Context: an optimization exercise on an open-source flow, tuned for small area, a short achievable clock period and few clock cycles per item. The choices shown serve that exercise and are no tape-out recipe.

==> run A <==
==> flow/design.v <==
module scr_engine (
    input  wire        clk,
    input  wire        rst,
    input  wire        cfg_we,
    input  wire [3:0]  cfg_addr,
    input  wire [31:0] cfg_wdata,
    input  wire        in_valid,
    output reg         in_ready,
    input  wire [14:0] in_x,
    input  wire [17:0] in_y,
    input  wire [7:0]  in_value,
    input  wire [1:0]  in_tag,
    input  wire [1:0]  in_fmt,
    output reg         tone_re,
    output wire [10:0] tone_addr0,
    output wire [10:0] tone_addr1,
    input  wire [15:0] tone_rdata0,
    input  wire [15:0] tone_rdata1,
    output reg         tile_re,
    output reg  [17:0] tile_addr,
    input  wire [15:0] tile_rdata,
    output reg         out_valid,
    output reg  [3:0]  out_code,
    output reg  [11:0] out_tone,
    output reg  [7:0]  out_base,
    output reg  [7:0]  out_slope
);
    localparam R      = 3;                   
    localparam MAIN_N = (19 + R - 1) / R;    
    localparam PRE_N  = (8 + R - 1) / R;     
    localparam MW     = MAIN_N * R;
    localparam PW     = PRE_N * R;
    reg        q_we;                 
    reg [3:0]  q_addr;
    reg [31:0] q_wdata;
    reg        q_rst;                
    always @(posedge clk) begin
        q_rst   <= rst;
        q_we    <= cfg_we & ~rst;
        q_addr  <= cfg_addr;
        q_wdata <= cfg_wdata;
    end
    reg [7:0]  tile_tag;             
    reg        tone_bank;            
    reg [15:0] gain   [0:3];
    reg [15:0] offset [0:3];
    reg [7:0]  shift  [0:3];         
    reg [3:0]  sh_dirty;             
    reg [7:0]  hm1    [0:3];
    reg [7:0]  wm1    [0:3];
    reg [15:0] ph_y   [0:3];
    reg [15:0] ph_x   [0:3];
    reg [63:0] ps_map;
    wire       sh_wb;
    wire [1:0] sh_wb_k;
    wire [7:0] sh_wb_val;
    wire        w_ctrl = q_rst | (q_we & (q_addr == 4'd0));
    wire        w_ps0  = q_rst | (q_we & (q_addr == 4'd13));
    wire        w_ps1  = q_rst | (q_we & (q_addr == 4'd14));
    wire [3:0]  w_trim, w_geom, w_phase;
    genvar gk;
    generate
        for (gk = 0; gk < 4; gk = gk + 1) begin : wen
            assign w_trim[gk]  = q_rst | (q_we & (q_addr == 4'd1 + gk));
            assign w_geom[gk]  = q_rst | (q_we & (q_addr == 4'd5 + gk));
            assign w_phase[gk] = q_rst | (q_we & (q_addr == 4'd9 + gk));
        end
    endgenerate
    wire [31:0] d_ctrl  = q_rst ? 32'h0000_E400 : q_wdata;
    wire [31:0] d_trim  = q_rst ? 32'h1000_0000 : q_wdata;
    wire [31:0] d_geom  = q_rst ? 32'h0000_FFFF : q_wdata;
    wire [31:0] d_phase = q_rst ? 32'h0000_0000 : q_wdata;
    wire [31:0] d_ps0   = q_rst ? 32'h7654_3210 : q_wdata;
    wire [31:0] d_ps1   = q_rst ? 32'hFEDC_BA98 : q_wdata;
    integer r;
    always @(posedge clk) begin
        if (w_ctrl) begin
            tile_tag  <= d_ctrl[15:8];
            tone_bank <= d_ctrl[4];
        end
        if (w_ps0) ps_map[31:0]  <= d_ps0;
        if (w_ps1) ps_map[63:32] <= d_ps1;
        for (r = 0; r < 4; r = r + 1) begin
            if (w_trim[r]) begin
                gain[r]   <= d_trim[31:16];
                offset[r] <= d_trim[15:0];
            end
            if (w_geom[r]) begin
                hm1[r] <= d_geom[15:8];
                wm1[r] <= d_geom[7:0];
            end
            if (w_phase[r]) begin
                ph_y[r] <= d_phase[31:16];
                ph_x[r] <= d_phase[15:0];
            end
            if (w_geom[r]) begin
                shift[r]    <= d_geom[23:16];
                sh_dirty[r] <= ~q_rst;
            end else if (sh_wb && sh_wb_k == r[1:0]) begin
                shift[r]    <= sh_wb_val;
                sh_dirty[r] <= 1'b0;
            end
        end
    end
    reg        b_wait;               
    reg        a_v;
    reg [14:0] a_x;
    reg [17:0] a_y;
    reg [7:0]  a_val;
    reg [1:0]  a_tag;
    reg [1:0]  a_fmt;
    always @(posedge clk) begin
        if (rst)          a_v <= 1'b0;
        else if (!b_wait) a_v <= in_valid;
        if (!b_wait) begin
            a_x   <= in_x;
            a_y   <= in_y;
            a_val <= in_value;
            a_tag <= in_tag;
            a_fmt <= in_fmt;
        end
    end
    wire [15:0]        a_gain = gain[a_tag];
    wire [15:0]        a_off  = offset[a_tag];
    wire [23:0]        a_prod = a_val * a_gain;
    wire signed [25:0] a_sum  = $signed({2'b00, a_prod})
                              + $signed({{6{a_off[15]}}, a_off, 4'b1000});
    wire signed [21:0] a_us   = a_sum[25:4];
    wire [15:0]        a_u    = a_us[21] ? 16'h0000 :
                                (a_us > 22'sh00FF00) ? 16'hFF00 : a_us[15:0];
    reg  [3:0]  a_j;
    always @(*) begin
        case (a_fmt)
            2'd1:    a_j = a_val[0] ? 4'd15 : 4'd0;
            2'd2:    a_j = a_val[1:0] * 4'd5;
            default: a_j = a_val[3:0];
        endcase
    end
    wire        a_ps = (a_fmt != 2'd0);
    reg [17:0] cy;                   
    reg [15:0] cx;                   
    reg [3:0]  cv;                   
    reg [7:0]  cty [0:3];
    reg [7:0]  ctx [0:3];
    wire [1:0] a_k     = tile_tag[2*a_tag +: 2];
    wire       a_line  = (a_y == cy) && ({1'b0, a_x} == cx);
    wire       a_hit   = a_ps | (a_line & cv[a_k]);
    wire       a_go    = a_v & ~b_wait;
    wire       a_miss  = a_go & ~a_hit;
    wire       a_take  = a_go & a_hit & ~a_ps;   
    wire       fg_done;              
    wire       bg_done;              
    wire [7:0] e_ty, e_tx;
    wire       adv     = a_take | fg_done;
    reg        b_v;
    reg        b_ps;
    reg [2:0]  b_bt;                 
    reg [2:0]  b_bt1;                
    reg [7:0]  b_i;
    reg [7:0]  b_i1;
    reg [7:0]  b_f;
    reg [1:0]  b_k;
    reg [7:0]  b_ty;
    reg [7:0]  b_tx;
    always @(posedge clk) begin
        if (rst) begin
            b_v      <= 1'b0;
            b_wait   <= 1'b0;
            in_ready <= 1'b1;
        end else if (!b_wait) begin
            b_v      <= a_v;
            b_wait   <= a_miss;
            in_ready <= ~a_miss;
        end else if (fg_done) begin
            b_wait   <= 1'b0;
            in_ready <= 1'b1;
        end
        if (!b_wait) begin
            b_ps     <= a_ps;
            b_bt     <= {tone_bank, a_tag};
            b_i      <= a_u[15:8];
            b_i1     <= a_u[15:8] + 8'd1;
            b_f      <= a_ps ? {4'd0, ps_map[4*a_j +: 4]} : a_u[7:0];
            b_k      <= a_k;
            tone_re  <= a_v & ~a_ps;
        end
        if (!b_wait && a_v && !a_ps)
            b_bt1    <= {tone_bank, a_tag};
        if (!b_wait) begin
            b_ty <= cty[a_k];
            b_tx <= ctx[a_k];
        end else if (fg_done) begin
            b_ty <= e_ty;
            b_tx <= e_tx;
        end
    end
    assign tone_addr0 = {b_bt, b_i};
    assign tone_addr1 = {b_bt1, b_i1};
    reg          e_bg;               
    reg          e_pre;              
    reg [2:0]    e_cnt;
    reg [1:0]    e_k;
    reg [MW-1:0] e_yy;               
    reg [MW-1:0] e_as;               
    reg [7:0]    e_rem;              
    reg [7:0]    e_r;                
    wire [3:0] want;
    generate
        for (gk = 0; gk < 4; gk = gk + 1) begin : wnt
            assign want[gk] = ~cv[gk] & ((tile_tag[1:0] == gk) | (tile_tag[3:2] == gk) |
                                         (tile_tag[5:4] == gk) | (tile_tag[7:6] == gk));
        end
    endgenerate
    wire [1:0] k_bg = want[0] ? 2'd0 : want[1] ? 2'd1 : want[2] ? 2'd2 : 2'd3;
    wire e_run    = b_wait | e_bg;
    wire bg_keep  = e_bg & a_take & ~q_we;
    wire bg_start = ~a_miss & ~b_wait & ~bg_keep & ~q_we & (|want) & (|cv);
    wire e_load   = a_miss | bg_start;
    wire [1:0]  l_k   = a_miss ? a_k : k_bg;
    wire [3:0]  l_n   = (sh_dirty[l_k] ? PRE_N + MAIN_N : MAIN_N) + {3'd0, adv};
    wire [17:0] l_y   = a_miss ? a_y : cy;
    wire [15:0] l_x   = a_miss ? {1'b0, a_x} : cx + {12'd0, l_n};
    wire [18:0] l_yy  = l_y + ph_y[l_k];
    wire [16:0] l_as  = l_x + ph_x[l_k];
    wire [8:0]  e_th  = {1'b0, hm1[e_k]} + 9'd1;
    wire [8:0]  e_tw  = {1'b0, wm1[e_k]} + 9'd1;
    wire [9:0]  e_tw2 = {e_tw, 1'b0};
    wire [7:0]  e_sh  = shift[e_k];
    wire [PW-1:0] e_shp = {{(PW-8){1'b0}}, e_sh};
    wire [7:0] rem_c [0:R];
    wire [7:0] r_c   [0:R];
    assign rem_c[0] = e_rem;
    assign r_c[0]   = e_r;
    genvar g;
    generate
        for (g = 0; g < R; g = g + 1) begin : row
            wire       ybit = e_pre ? 1'b0 : e_yy[MW-1-g];
            wire [8:0] t    = {rem_c[g], ybit};
            wire       qb   = (t >= e_th) & ~e_pre;
            wire [8:0] tn   = qb ? (t - e_th) : t;
            assign rem_c[g+1] = tn[7:0];
            wire       abit = e_pre ? e_shp[PW-1-R*e_cnt-g] : e_as[MW-1-g];
            wire [9:0] v    = {1'b0, r_c[g], abit} + (qb ? {2'b00, e_sh} : 10'd0);
            wire [9:0] vn   = (v >= e_tw2) ? (v - e_tw2) :
                              (v >= {1'b0, e_tw}) ? (v - {1'b0, e_tw}) : v;
            assign r_c[g+1] = vn[7:0];
        end
    endgenerate
    wire e_last   = ~e_pre & (e_cnt == MAIN_N - 1);
    assign fg_done   = b_wait & e_last;
    assign bg_done   = bg_keep & e_last;
    assign e_ty      = rem_c[R];
    assign e_tx      = r_c[R];
    assign sh_wb     = (b_wait | bg_keep) & e_pre & (e_cnt == PRE_N - 1);
    assign sh_wb_k   = e_k;
    assign sh_wb_val = r_c[R];
    always @(posedge clk) begin
        if (rst) begin
            e_bg <= 1'b0;
        end else if (e_load) begin
            e_bg <= ~a_miss;
        end else if (~bg_keep | bg_done) begin
            e_bg <= 1'b0;
        end
        if (e_load) begin
            e_pre <= sh_dirty[l_k];
            e_cnt <= 3'd0;
            e_k   <= l_k;
            e_yy  <= {{(MW-19){1'b0}}, l_yy};
            e_as  <= {{(MW-17){1'b0}}, l_as};
            e_rem <= 8'd0;
            e_r   <= 8'd0;
        end else if (e_pre) begin
            e_cnt <= (e_cnt == PRE_N - 1) ? 3'd0 : e_cnt + 3'd1;
            e_pre <= (e_cnt != PRE_N - 1);
            e_r   <= (e_cnt == PRE_N - 1) ? 8'd0 : r_c[R];
        end else begin
            e_cnt <= e_cnt + 3'd1;
            e_yy  <= e_yy << R;
            e_as  <= e_as << R;
            e_rem <= rem_c[R];
            e_r   <= r_c[R];
        end
    end
    integer j;
    always @(posedge clk) begin
        if (rst || q_we) begin
            cv <= 4'd0;
        end else begin
            if (a_miss && !a_line) begin
                cv <= 4'd0;
                cy <= a_y;
                cx <= {1'b0, a_x};
            end else if (adv) begin
                cx <= cx + 16'd1;
            end
            if (fg_done || bg_done) cv[e_k] <= 1'b1;
        end
        for (j = 0; j < 4; j = j + 1) begin
            if (bg_done && e_k == j[1:0]) begin
                cty[j] <= e_ty;
                ctx[j] <= e_tx;
            end else if (fg_done && e_k == j[1:0]) begin
                cty[j] <= e_ty;
                ctx[j] <= (e_tx == wm1[j]) ? 8'd0 : e_tx + 8'd1;
            end else if (adv) begin
                ctx[j] <= (ctx[j] == wm1[j]) ? 8'd0 : ctx[j] + 8'd1;
            end
        end
    end
    reg        c_v;
    reg        c_ps;
    reg [7:0]  c_f;
    always @(posedge clk) begin
        if (rst) c_v <= 1'b0;
        else     c_v <= b_v & ~b_wait;
        c_ps      <= b_ps;
        c_f       <= b_f;
        tile_re   <= b_v & ~b_wait & ~b_ps;
        tile_addr <= {b_k, b_ty, b_tx};
    end
    reg        d_v;
    reg        d_ps;
    reg [7:0]  d_f;
    reg [11:0] d_e0;
    reg [11:0] d_e1;
    always @(posedge clk) begin
        if (rst) d_v <= 1'b0;
        else     d_v <= c_v;
        d_ps     <= c_ps;
        d_f      <= c_f;
        d_e0     <= tone_rdata0[11:0];
        d_e1     <= tone_rdata1[11:0];
    end
    wire signed [12:0] d_diff = $signed({1'b0, d_e1}) - $signed({1'b0, d_e0});
    wire signed [21:0] d_prod = d_diff * $signed({1'b0, d_f}) + 22'sd128;
    wire signed [13:0] d_step = d_prod[21:8];
    wire [11:0]        d_T    = d_e0 + d_step[11:0];
    reg        e_v;
    reg        e_ps;
    reg [11:0] e_T;
    reg [7:0]  e_B;
    reg [7:0]  e_S;
    always @(posedge clk) begin
        if (rst) e_v <= 1'b0;
        else     e_v <= d_v;
        e_ps     <= d_ps;
        e_T      <= d_ps ? {8'd0, d_f[3:0]} : d_T;
        e_B      <= tile_rdata[15:8];
        e_S      <= tile_rdata[7:0];
    end
    wire signed [13:0] e_d    = $signed({2'b00, e_T}) - $signed({2'b00, e_B, 4'b0000});
    wire [20:0]        e_rmp  = e_d[11:0] * e_S + 21'd128;
    wire [12:0]        e_c    = e_rmp[20:8];
    wire [3:0]         e_code = (e_d <= 14'sd0) ? 4'd0
                              : (e_c > 13'd15) ? 4'd15 : e_c[3:0];
    always @(posedge clk) begin
        if (rst) out_valid <= 1'b0;
        else     out_valid <= e_v;
        out_code  <= e_ps ? e_T[3:0] : e_code;
        out_tone  <= e_ps ? 12'd0 : e_T;
        out_base  <= e_ps ? 8'd0 : e_B;
        out_slope <= e_ps ? 8'd0 : e_S;
    end
endmodule
==> flow/run.sh <==
#!/bin/bash
# synth_recipe.tcl (not shown) runs the flow's synth.tcl, then flattens the netlist and writes it again
# the make line also repeats each setting of config.mk as NAME=value (left out here)
make -C /OpenROAD-flow-scripts/flow DESIGN_CONFIG=/design/flow/config.mk WORK_HOME=/design/flow/orfs CLKGATE_MAP_FILE= SYNTH_SCRIPT=/design/flow/synth_recipe.tcl finish
==> flow/config.mk <==
export PLATFORM = sky130hd
export DESIGN_NAME = scr_engine
export DESIGN_NICKNAME = scr_engine
export VERILOG_FILES = /design/flow/design.v
export SDC_FILE = /design/flow/constraint.sdc
export NUM_CORES = 4
export LEC_CHECK = 0
export CAP_MARGIN = 20
export CORE_MARGIN = 2
export CORE_UTILIZATION = 40
export SLEW_MARGIN = 20
==> flow/constraint.sdc <==
create_clock -name core_clock -period 110.0 [get_ports {clk}]
set_input_delay 22.0000 -clock core_clock [delete_from_list [all_inputs] [get_ports {clk}]]
set_output_delay 22.0000 -clock core_clock [all_outputs]
set_load 0.01 [all_outputs]
==> inputs of run Y, as changes to run A <==
--- a/flow/design.v
+++ b/flow/design.v
@@ -163,18 +163,10 @@
     reg [7:0]  b_ty;
     reg [7:0]  b_tx;
     always @(posedge clk) begin
-        if (rst) begin
-            b_v      <= 1'b0;
-            b_wait   <= 1'b0;
-            in_ready <= 1'b1;
-        end else if (!b_wait) begin
-            b_v      <= a_v;
-            b_wait   <= a_miss;
-            in_ready <= ~a_miss;
-        end else if (fg_done) begin
-            b_wait   <= 1'b0;
-            in_ready <= 1'b1;
-        end
+        if (rst)          b_v <= 1'b0;
+        else if (!b_wait) b_v <= a_v;
+        b_wait   <= ~rst & (b_wait ? ~fg_done : a_miss);
+        in_ready <=  rst | (b_wait ?  fg_done : ~a_miss);
         if (!b_wait) begin
             b_ps     <= a_ps;
             b_bt     <= {tone_bank, a_tag};
@@ -197,6 +189,7 @@
     assign tone_addr0 = {b_bt, b_i};
     assign tone_addr1 = {b_bt1, b_i1};
     reg          e_bg;               
+    reg          e_bgp;              
     reg          e_pre;              
     reg [2:0]    e_cnt;
     reg [1:0]    e_k;
@@ -211,15 +204,25 @@
                                          (tile_tag[5:4] == gk) | (tile_tag[7:6] == gk));
         end
     endgenerate
-    wire [1:0] k_bg = want[0] ? 2'd0 : want[1] ? 2'd1 : want[2] ? 2'd2 : 2'd3;
-    wire e_run    = b_wait | e_bg;
-    wire bg_keep  = e_bg & a_take & ~q_we;
-    wire bg_start = ~a_miss & ~b_wait & ~bg_keep & ~q_we & (|want) & (|cv);
-    wire e_load   = a_miss | bg_start;
-    wire [1:0]  l_k   = a_miss ? a_k : k_bg;
-    wire [3:0]  l_n   = (sh_dirty[l_k] ? PRE_N + MAIN_N : MAIN_N) + {3'd0, adv};
+    wire       e_last   = ~e_pre & (e_cnt == MAIN_N - 1);
+    wire       bg_keep  = e_bg & a_take & ~q_we;
+    wire       q_geom   = q_we & (q_addr >= 4'd5) & (q_addr <= 4'd8);
+    wire       bgp_keep = e_bgp & ~a_miss & ~q_geom & ~q_rst;
+    assign     bg_done  = bg_keep & e_last;
+    wire       bgp_done = bgp_keep & (e_cnt == PRE_N - 1);
+    wire       e_free   = ~b_wait & ~a_miss & ~q_geom & ~q_rst &
+                          (~bg_keep | bg_done) & (~bgp_keep | bgp_done);
+    wire [3:0] e_k1     = 4'd1 << e_k;
+    wire [3:0] want_x   = want & ~sh_dirty & ~(bg_done ? e_k1 : 4'd0);
+    wire [3:0] dirty_x  = sh_dirty & ~(bgp_done ? e_k1 : 4'd0);
+    wire       start_m  = e_free & ~q_we & (|want_x) & (|cv);
+    wire       start_p  = e_free & ~start_m & (|dirty_x);
+    wire [1:0] k_m      = want_x[0] ? 2'd0 : want_x[1] ? 2'd1 : want_x[2] ? 2'd2 : 2'd3;
+    wire [1:0] k_p      = dirty_x[0] ? 2'd0 : dirty_x[1] ? 2'd1 : dirty_x[2] ? 2'd2 : 2'd3;
+    wire       e_load   = a_miss | start_m | start_p;
+    wire [1:0]  l_k   = a_miss ? a_k : start_m ? k_m : k_p;
+    wire [15:0] l_x   = a_miss ? {1'b0, a_x} : cx + MAIN_N + {15'd0, adv};
     wire [17:0] l_y   = a_miss ? a_y : cy;
-    wire [15:0] l_x   = a_miss ? {1'b0, a_x} : cx + {12'd0, l_n};
     wire [18:0] l_yy  = l_y + ph_y[l_k];
     wire [16:0] l_as  = l_x + ph_x[l_k];
     wire [8:0]  e_th  = {1'b0, hm1[e_k]} + 9'd1;
@@ -246,24 +249,25 @@
             assign r_c[g+1] = vn[7:0];
         end
     endgenerate
-    wire e_last   = ~e_pre & (e_cnt == MAIN_N - 1);
     assign fg_done   = b_wait & e_last;
-    assign bg_done   = bg_keep & e_last;
     assign e_ty      = rem_c[R];
     assign e_tx      = r_c[R];
-    assign sh_wb     = (b_wait | bg_keep) & e_pre & (e_cnt == PRE_N - 1);
+    assign sh_wb     = (b_wait | bgp_keep) & e_pre & (e_cnt == PRE_N - 1);
     assign sh_wb_k   = e_k;
     assign sh_wb_val = r_c[R];
     always @(posedge clk) begin
         if (rst) begin
-            e_bg <= 1'b0;
+            e_bg  <= 1'b0;
+            e_bgp <= 1'b0;
         end else if (e_load) begin
-            e_bg <= ~a_miss;
-        end else if (~bg_keep | bg_done) begin
-            e_bg <= 1'b0;
+            e_bg  <= start_m;
+            e_bgp <= start_p;
+        end else begin
+            e_bg  <= bg_keep & ~bg_done;
+            e_bgp <= bgp_keep & ~bgp_done;
         end
         if (e_load) begin
-            e_pre <= sh_dirty[l_k];
+            e_pre <= a_miss ? sh_dirty[l_k] : start_p;
             e_cnt <= 3'd0;
             e_k   <= l_k;
             e_yy  <= {{(MW-19){1'b0}}, l_yy};
@@ -284,7 +288,7 @@
     end
     integer j;
     always @(posedge clk) begin
-        if (rst || q_we) begin
+        if (q_rst || q_we) begin
             cv <= 4'd0;
         end else begin
             if (a_miss && !a_line) begin
- CORE_UTILIZATION: 40 -> 60
- CTS_BUF_LIST: unset -> sky130_fd_sc_hd__clkbuf_8
- CTS_CLUSTER_SIZE: unset -> 20
==> inputs of run H, as changes to run A <==
--- a/flow/design.v
+++ b/flow/design.v
@@ -163,18 +163,10 @@
     reg [7:0]  b_ty;
     reg [7:0]  b_tx;
     always @(posedge clk) begin
-        if (rst) begin
-            b_v      <= 1'b0;
-            b_wait   <= 1'b0;
-            in_ready <= 1'b1;
-        end else if (!b_wait) begin
-            b_v      <= a_v;
-            b_wait   <= a_miss;
-            in_ready <= ~a_miss;
-        end else if (fg_done) begin
-            b_wait   <= 1'b0;
-            in_ready <= 1'b1;
-        end
+        if (rst)          b_v <= 1'b0;
+        else if (!b_wait) b_v <= a_v;
+        b_wait   <= ~rst & (b_wait ? ~fg_done : a_miss);
+        in_ready <=  rst | (b_wait ?  fg_done : ~a_miss);
         if (!b_wait) begin
             b_ps     <= a_ps;
             b_bt     <= {tone_bank, a_tag};
@@ -197,6 +189,7 @@
     assign tone_addr0 = {b_bt, b_i};
     assign tone_addr1 = {b_bt1, b_i1};
     reg          e_bg;               
+    reg          e_bgp;              
     reg          e_pre;              
     reg [2:0]    e_cnt;
     reg [1:0]    e_k;
@@ -211,15 +204,25 @@
                                          (tile_tag[5:4] == gk) | (tile_tag[7:6] == gk));
         end
     endgenerate
-    wire [1:0] k_bg = want[0] ? 2'd0 : want[1] ? 2'd1 : want[2] ? 2'd2 : 2'd3;
-    wire e_run    = b_wait | e_bg;
-    wire bg_keep  = e_bg & a_take & ~q_we;
-    wire bg_start = ~a_miss & ~b_wait & ~bg_keep & ~q_we & (|want) & (|cv);
-    wire e_load   = a_miss | bg_start;
-    wire [1:0]  l_k   = a_miss ? a_k : k_bg;
-    wire [3:0]  l_n   = (sh_dirty[l_k] ? PRE_N + MAIN_N : MAIN_N) + {3'd0, adv};
+    wire       e_last   = ~e_pre & (e_cnt == MAIN_N - 1);
+    wire       bg_keep  = e_bg & a_take & ~q_we;
+    wire       q_geom   = q_we & (q_addr >= 4'd5) & (q_addr <= 4'd8);
+    wire       bgp_keep = e_bgp & ~a_miss & ~q_geom & ~q_rst;
+    assign     bg_done  = bg_keep & e_last;
+    wire       bgp_done = bgp_keep & (e_cnt == PRE_N - 1);
+    wire       e_free   = ~b_wait & ~a_miss & ~q_geom & ~q_rst &
+                          (~bg_keep | bg_done) & (~bgp_keep | bgp_done);
+    wire [3:0] e_k1     = 4'd1 << e_k;
+    wire [3:0] want_x   = want & ~sh_dirty & ~(bg_done ? e_k1 : 4'd0);
+    wire [3:0] dirty_x  = sh_dirty & ~(bgp_done ? e_k1 : 4'd0);
+    wire       start_m  = e_free & ~q_we & (|want_x) & (|cv);
+    wire       start_p  = e_free & ~start_m & (|dirty_x);
+    wire [1:0] k_m      = want_x[0] ? 2'd0 : want_x[1] ? 2'd1 : want_x[2] ? 2'd2 : 2'd3;
+    wire [1:0] k_p      = dirty_x[0] ? 2'd0 : dirty_x[1] ? 2'd1 : dirty_x[2] ? 2'd2 : 2'd3;
+    wire       e_load   = a_miss | start_m | start_p;
+    wire [1:0]  l_k   = a_miss ? a_k : start_m ? k_m : k_p;
+    wire [15:0] l_x   = a_miss ? {1'b0, a_x} : cx + MAIN_N + {15'd0, adv};
     wire [17:0] l_y   = a_miss ? a_y : cy;
-    wire [15:0] l_x   = a_miss ? {1'b0, a_x} : cx + {12'd0, l_n};
     wire [18:0] l_yy  = l_y + ph_y[l_k];
     wire [16:0] l_as  = l_x + ph_x[l_k];
     wire [8:0]  e_th  = {1'b0, hm1[e_k]} + 9'd1;
@@ -246,24 +249,25 @@
             assign r_c[g+1] = vn[7:0];
         end
     endgenerate
-    wire e_last   = ~e_pre & (e_cnt == MAIN_N - 1);
     assign fg_done   = b_wait & e_last;
-    assign bg_done   = bg_keep & e_last;
     assign e_ty      = rem_c[R];
     assign e_tx      = r_c[R];
-    assign sh_wb     = (b_wait | bg_keep) & e_pre & (e_cnt == PRE_N - 1);
+    assign sh_wb     = (b_wait | bgp_keep) & e_pre & (e_cnt == PRE_N - 1);
     assign sh_wb_k   = e_k;
     assign sh_wb_val = r_c[R];
     always @(posedge clk) begin
         if (rst) begin
-            e_bg <= 1'b0;
+            e_bg  <= 1'b0;
+            e_bgp <= 1'b0;
         end else if (e_load) begin
-            e_bg <= ~a_miss;
-        end else if (~bg_keep | bg_done) begin
-            e_bg <= 1'b0;
+            e_bg  <= start_m;
+            e_bgp <= start_p;
+        end else begin
+            e_bg  <= bg_keep & ~bg_done;
+            e_bgp <= bgp_keep & ~bgp_done;
         end
         if (e_load) begin
-            e_pre <= sh_dirty[l_k];
+            e_pre <= a_miss ? sh_dirty[l_k] : start_p;
             e_cnt <= 3'd0;
             e_k   <= l_k;
             e_yy  <= {{(MW-19){1'b0}}, l_yy};
@@ -284,7 +288,7 @@
     end
     integer j;
     always @(posedge clk) begin
-        if (rst || q_we) begin
+        if (q_rst || q_we) begin
             cv <= 4'd0;
         end else begin
             if (a_miss && !a_line) begin
- ABC_AREA: unset -> 1
- CORE_UTILIZATION: 40 -> 60
- CTS_BUF_LIST: unset -> sky130_fd_sc_hd__clkbuf_8
- CTS_CLUSTER_SIZE: unset -> 20
==> summary.txt <==
Run H completed with no timing, DRC or antenna violations. Run Y ran to the end with no violations. Run A produced a clean layout. The highest clock-buffer cell count belongs to run H, the lowest to run A. Register-to-register slack, highest first: run H, run Y, run A. Against run A, the first-iteration DRC count of run Y is higher by about 22%. Wire length, lowest first: run Y, run A, run H. In run Y the synthesized cell count is smaller than in run H, by about 20%.
Function was not checked in any run of this note: the RTL went through the layout flow alone.

==> static timing again, ports no longer ideal <==
No port has a modelled driver above. Below, the same layouts with a new extraction and two added sets of constraints.
Step 1: set_driving_cell puts a clkbuf_16 on clk and a buf_2 on each other input, an assumption about the parent block.
Step 2, shift: input delay + t, output delay - t, t = (earliest + latest rising clock arrival at the registers) / 2. This alone moves slack from input paths to output paths.
Three values: ideal ports, drivers, drivers and shift; two values: the first two.
run	t, ns	slack for setup (ns)	worst slew at a driven data input, ns
run A	0.785	86.242 / 86.166 / 85.652	0.13
run Y	0.886	86.238 / 86.173 / 86.766	0.05
run H	0.876	86.302 / 86.236 / 86.548	0.07
After both steps every run listed still meets setup and hold. For run A, which loses most, drivers alone change the setup slack by -0.076 ns; drivers and shift together by -0.590 ns.
